Context: an optimization exercise on an open-source flow, tuned for small area, a short achievable clock period and few clock cycles per item. The choices shown serve that exercise and are no tape-out recipe. Function was checked by simulation only, so behaviour that the tests miss may differ from the original.

==> flow/design.v <==
`timescale 1ns/1ps
module ln_aes128 (
    input  wire         clk,
    input  wire         rst,       
    input  wire         start,     
    input  wire [127:0] key,
    input  wire [127:0] din,
    output wire         ready,
    output reg          done,      
    output wire [127:0] dout
);
    function [7:0] aes_sbox;
        input [7:0] x;
        reg U0, U1, U2, U3, U4, U5, U6, U7, T1, T2, T3, T4, T5, T6, T7, T8, T9, T10, T11, T12, T13, T14, T15, T16, T17, T18, T19, T20, T21, T22, T23, T24, T25, T26, T27, D, M1, M2, M3, M4, M5, M6, M7, M8, M9, M10, M11, M12, M13, M14, M15, M16, M17, M18, M19, M20, M21, M22, M23, M24, M25, M26, M27, M28, M29, M30, M31, M32, M33, M34, M35, M36, M37, M38, M39, M40, M41, M42, M43, M44, M45, M46, M47, M48, M49, M50, M51, M52, M53, M54, M55, M56, M57, M58, M59, M60, M61, M62, M63, L0, L1, L2, L3, L4, L5, L6, L7, L8, L9, L10, L11, L12, L13, L14, L15, L16, L17, L18, L19, L20, L21, L22, L23, L24, L25, L26, L27, L28, L29;
        begin
            U0 = x[7];
            U1 = x[6];
            U2 = x[5];
            U3 = x[4];
            U4 = x[3];
            U5 = x[2];
            U6 = x[1];
            U7 = x[0];
            T1 = U0^U3;
            T2 = U0^U5;
            T3 = U0^U6;
            T4 = U3^U5;
            T5 = U4^U6;
            T6 = T1^T5;
            T7 = U1^U2;
            T8 = U7^T6;
            T9 = U7^T7;
            T10 = T6^T7;
            T11 = U1^U5;
            T12 = U2^U5;
            T13 = T3^T4;
            T14 = T6^T11;
            T15 = T5^T11;
            T16 = T5^T12;
            T17 = T9^T16;
            T18 = U3^U7;
            T19 = T7^T18;
            T20 = T1^T19;
            T21 = U6^U7;
            T22 = T7^T21;
            T23 = T2^T22;
            T24 = T2^T10;
            T25 = T20^T17;
            T26 = T3^T16;
            T27 = T1^T12;
            D = U7;
            M1 = T13&T6;
            M2 = T23&T8;
            M3 = T14^M1;
            M4 = T19&D;
            M5 = M4^M1;
            M6 = T3&T16;
            M7 = T22&T9;
            M8 = T26^M6;
            M9 = T20&T17;
            M10 = M9^M6;
            M11 = T1&T15;
            M12 = T4&T27;
            M13 = M12^M11;
            M14 = T2&T10;
            M15 = M14^M11;
            M16 = M3^M2;
            M17 = M5^T24;
            M18 = M8^M7;
            M19 = M10^M15;
            M20 = M16^M13;
            M21 = M17^M15;
            M22 = M18^M13;
            M23 = M19^T25;
            M24 = M22^M23;
            M25 = M22&M20;
            M26 = M21^M25;
            M27 = M20^M21;
            M28 = M23^M25;
            M29 = M28&M27;
            M30 = M26&M24;
            M31 = M20&M23;
            M32 = M27&M31;
            M33 = M27^M25;
            M34 = M21&M22;
            M35 = M24&M34;
            M36 = M24^M25;
            M37 = M21^M29;
            M38 = M32^M33;
            M39 = M23^M30;
            M40 = M35^M36;
            M41 = M38^M40;
            M42 = M37^M39;
            M43 = M37^M38;
            M44 = M39^M40;
            M45 = M42^M41;
            M46 = M44&T6;
            M47 = M40&T8;
            M48 = M39&D;
            M49 = M43&T16;
            M50 = M38&T9;
            M51 = M37&T17;
            M52 = M42&T15;
            M53 = M45&T27;
            M54 = M41&T10;
            M55 = M44&T13;
            M56 = M40&T23;
            M57 = M39&T19;
            M58 = M43&T3;
            M59 = M38&T22;
            M60 = M37&T20;
            M61 = M42&T1;
            M62 = M45&T4;
            M63 = M41&T2;
            L0 = M61^M62;
            L1 = M50^M56;
            L2 = M46^M48;
            L3 = M47^M55;
            L4 = M54^M58;
            L5 = M49^M61;
            L6 = M62^L5;
            L7 = M46^L3;
            L8 = M51^M59;
            L9 = M52^M53;
            L10 = M53^L4;
            L11 = M60^L2;
            L12 = M48^M51;
            L13 = M50^L0;
            L14 = M52^M61;
            L15 = M55^L1;
            L16 = M56^L0;
            L17 = M57^L1;
            L18 = M58^L8;
            L19 = M63^L4;
            L20 = L0^L1;
            L21 = L1^L7;
            L22 = L3^L12;
            L23 = L18^L2;
            L24 = L15^L9;
            L25 = L6^L10;
            L26 = L7^L9;
            L27 = L8^L10;
            L28 = L11^L14;
            L29 = L11^L17;
            aes_sbox[7] = L6^L24;
            aes_sbox[6] = ~(L16^L26);
            aes_sbox[5] = ~(L19^L28);
            aes_sbox[4] = L6^L21;
            aes_sbox[3] = L20^L22;
            aes_sbox[2] = L25^L29;
            aes_sbox[1] = ~(L13^L27);
            aes_sbox[0] = ~(L6^L23);
        end
    endfunction
    function [7:0] xtime;
        input [7:0] a;
        xtime = {a[6:0], 1'b0} ^ (a[7] ? 8'h1b : 8'h00);
    endfunction
    reg  [127:0] state;    
    reg  [127:0] rkey;     
    reg  [3:0]   rnd;      
    wire         busy = (rnd != 4'd0);
    wire         last = (rnd == 4'd10);
    assign ready = !busy;
    assign dout  = state;
    reg [7:0] rcon;
    always @(*) begin
        case (rnd)
            4'd1:    rcon = 8'h01;
            4'd2:    rcon = 8'h02;
            4'd3:    rcon = 8'h04;
            4'd4:    rcon = 8'h08;
            4'd5:    rcon = 8'h10;
            4'd6:    rcon = 8'h20;
            4'd7:    rcon = 8'h40;
            4'd8:    rcon = 8'h80;
            4'd9:    rcon = 8'h1b;
            4'd10:   rcon = 8'h36;
            default: rcon = 8'h00;
        endcase
    end
    wire [31:0] kw0 = rkey[127:96], kw1 = rkey[95:64], kw2 = rkey[63:32], kw3 = rkey[31:0];
    wire [31:0] kt  = {aes_sbox(kw3[23:16]) ^ rcon, aes_sbox(kw3[15:8]),
                       aes_sbox(kw3[7:0]), aes_sbox(kw3[31:24])};
    wire [31:0] nk0 = kw0 ^ kt;
    wire [31:0] nk1 = kw1 ^ nk0;
    wire [31:0] nk2 = kw2 ^ nk1;
    wire [31:0] nk3 = kw3 ^ nk2;
    wire [127:0] rkey_d = busy ? {nk0, nk1, nk2, nk3} : key;
    wire [7:0] sb [0:15];
    genvar gi;
    generate
        for (gi = 0; gi < 16; gi = gi + 1) begin : g_sb
            assign sb[gi] = aes_sbox(state[127 - 8*(((gi/4 + gi%4) % 4)*4 + gi%4) -: 8]);
        end
    endgenerate
    wire [127:0] mc;
    generate
        for (gi = 0; gi < 4; gi = gi + 1) begin : g_mc
            wire [7:0] a0 = sb[4*gi], a1 = sb[4*gi+1], a2 = sb[4*gi+2], a3 = sb[4*gi+3];
            wire [7:0] t  = a0 ^ a1 ^ a2 ^ a3;
            wire [7:0] m  = {8{~last}};
            assign mc[127 - 32*gi      -: 8] = a0 ^ (m & (t ^ xtime(a0 ^ a1)));
            assign mc[127 - 32*gi - 8  -: 8] = a1 ^ (m & (t ^ xtime(a1 ^ a2)));
            assign mc[127 - 32*gi - 16 -: 8] = a2 ^ (m & (t ^ xtime(a2 ^ a3)));
            assign mc[127 - 32*gi - 24 -: 8] = a3 ^ (m & (t ^ xtime(a3 ^ a0)));
        end
    endgenerate
    wire [127:0] state_d = (busy ? mc : din) ^ rkey_d;
    always @(posedge clk) begin
        state <= state_d;
        rkey  <= rkey_d;
        if (rst) begin
            rnd  <= 4'd0;
            done <= 1'b0;
        end else begin
            done <= last;
            if (last)
                rnd <= 4'd0;
            else if (busy || start)
                rnd <= rnd + 4'd1;
        end
    end
endmodule
==> flow/config.mk <==
export PLATFORM = sky130hd
export DESIGN_NAME = ln_aes128
export DESIGN_NICKNAME = ln_aes128
export VERILOG_FILES = /design/flow/design.v
export SDC_FILE = /design/flow/constraint.sdc
export NUM_CORES = 4
export LEC_CHECK = 0
export ABC_AREA = 1
export CAP_MARGIN = 20
export CELL_PAD_IN_SITES_DETAIL_PLACEMENT = 1
export CELL_PAD_IN_SITES_GLOBAL_PLACEMENT = 2
export CORE_MARGIN = 2
export CORE_UTILIZATION = 25
export GPL_ROUTABILITY_DRIVEN = 1
export PLACE_DENSITY = 0.4
export SETUP_SLACK_MARGIN = 4.5
export SLEW_MARGIN = 20
==> flow/constraint.sdc <==
create_clock -name core_clock -period 10.0 [get_ports {clk}]
set_input_delay 2.0000 -clock core_clock [delete_from_list [all_inputs] [get_ports {clk}]]
set_output_delay 2.0000 -clock core_clock [all_outputs]
set_load 0.01 [all_outputs]
run.sh (not shown) runs the stock make flow with config.mk's settings and CLKGATE_MAP_FILE= SYNTH_SCRIPT=/design/flow/synth_recipe.tcl, a recipe that flattens the netlist after the stock synthesis.
Testbench counts at the start, summed over its fixed seeds: cycles 17,600, blocks 1,600.
Change:
==> flow/flow/run.sh (new file) <==
#!/bin/bash
# Own layout flow: the standard layout (standard.sh), except that the
# technology mapping step of the standard synthesis runs ABC with the script
# in flow/map.abc instead of ORFS's abc_speed/abc_area script. Everything
# else (Yosys passes, flip-flop mapping, flattening, renaming, floorplan,
# placement, CTS, routing) is the standard flow unchanged.
set -euo pipefail
W=$(pwd)
# ORFS synth.tcl with only the ABC script swapped
sed -e "s#log_cmd abc {\*}\$abc_args#log_cmd abc -script $W/flow/map.abc {*}[lrange \$abc_args 2 end]#" \
    "$FLOW_HOME/scripts/synth.tcl" > "$W/synth_mod.tcl"
grep -q "flow/map.abc" "$W/synth_mod.tcl"
# synth_recipe.tcl with synth.tcl replaced by the copy above
sed -e "s#source \$::env(SCRIPTS_DIR)/synth.tcl#source $W/synth_mod.tcl#" \
    "$W/synth_recipe.tcl" > "$W/own_synth.tcl"
grep -q "synth_mod.tcl" "$W/own_synth.tcl"
# standard.sh with the synthesis script replaced
sed -e "s#SYNTH_SCRIPT=[^ ]*#SYNTH_SCRIPT=$W/own_synth.tcl#" "$W/standard.sh" > "$W/own_standard.sh"
grep -q "own_synth.tcl" "$W/own_standard.sh"
bash "$W/own_standard.sh" finish > "$W/flow_make.log" 2>&1
test -f "$W/out/final.def"
==> flow/flow/map.abc (new file) <==
strash; &get -n; &dch -f; &nf -R 1000; &put; topo; stime -c
==> flow/standard.sh (new file) <==
#!/bin/bash
# synth_recipe.tcl (not shown) runs the flow's synth.tcl, then flattens the netlist and writes it again
# the make line also repeats each setting of config.mk as NAME=value (left out here)
make -C /OpenROAD-flow-scripts/flow DESIGN_CONFIG=/design/flow/config.mk WORK_HOME=/design/flow/orfs CLKGATE_MAP_FILE= SYNTH_SCRIPT=/design/flow/synth_recipe.tcl "${@:-finish}"
Settings changed: ABC_AREA 1 to unset, CORE_UTILIZATION 25 to 50, PLACE_DENSITY 0.4 to 0.6, SETUP_SLACK_MARGIN 4.5 to 3.5, TNS_END_PERCENT set to 10.
removed: flow/run.sh
=> The changed run completed without violations. Final area decreases by 39%. Cell count went down by 62%. Via count came out lower by about 54%. Clock-buffer cell count decreases by 9.
Change:
Settings changed: CORE_UTILIZATION 50 to 25, PLACE_DENSITY 0.6 to 0.4, SETUP_SLACK_MARGIN 3.5 to 4.5, TNS_END_PERCENT 10 to unset.
Wire length rises by about 7%.
Design area rises by about 46%.
Via count falls by 2.5%.
Fmax rises by about 36%.
Clock skew stays flat.
Die area rises by 98%.
Synthesized cell count does not change.
Area after synthesis is unchanged.
Worst setup slack is better by 2.0 ns.
Change:
==> flow/run.sh (new file) <==
#!/bin/bash
# synth_recipe.tcl (not shown) runs the flow's synth.tcl, then flattens the netlist and writes it again
# the make line also repeats each setting of config.mk as NAME=value (left out here)
make -C /OpenROAD-flow-scripts/flow DESIGN_CONFIG=/design/flow/config.mk WORK_HOME=/design/flow/orfs CLKGATE_MAP_FILE= SYNTH_SCRIPT=/design/flow/synth_recipe.tcl finish
Settings changed: SETUP_SLACK_MARGIN 4.5 to unset.
removed: flow/flow/run.sh
removed: flow/flow/map.abc
removed: flow/standard.sh
The changed run finished with timing, DRC and antenna clean. Cell area rose by 2.6%. Worst setup slack gets worse by 3.0 ns. Sequential cell count stays the same. Utilization came out lower by 19 points.

[afterwards: timing with drivers on the ports]
The flow's constraints put no driver on any port. The routed layouts listed below were extracted and timed again, unchanged, in two steps. Step 1: set_driving_cell puts a clkbuf_16 on clk and a buf_2 on each other input, an assumption about the parent block. Step 2 also shifts input and output timing later by t, the mid clock arrival at the registers, as if the neighbouring blocks saw the same clock. Three values: ideal ports, drivers, drivers and shift; two values: the first two.
run | t, ns | slack for setup (ns) | clock arrival spread, ns | worst register clock-pin slew, ns | cell pins on the clock port's net
the first run | 0.756 | 4.762 / 4.762 / 4.762 | 0.060 / 0.061 | 0.07 / 0.07 | 1
the second run | 0.639 | 2.308 / 2.308 / 2.308 | 0.035 / 0.035 | 0.07 / 0.07 | 1
the third run | 0.684 | 4.337 / 4.337 / 4.337 | 0.035 / 0.035 | 0.07 / 0.07 | 1
the fourth run | 0.723 | 1.288 / 1.288 / 1.288 | 0.032 / 0.032 | 0.07 / 0.07 | 1
After both steps setup and hold are still met in every run listed.
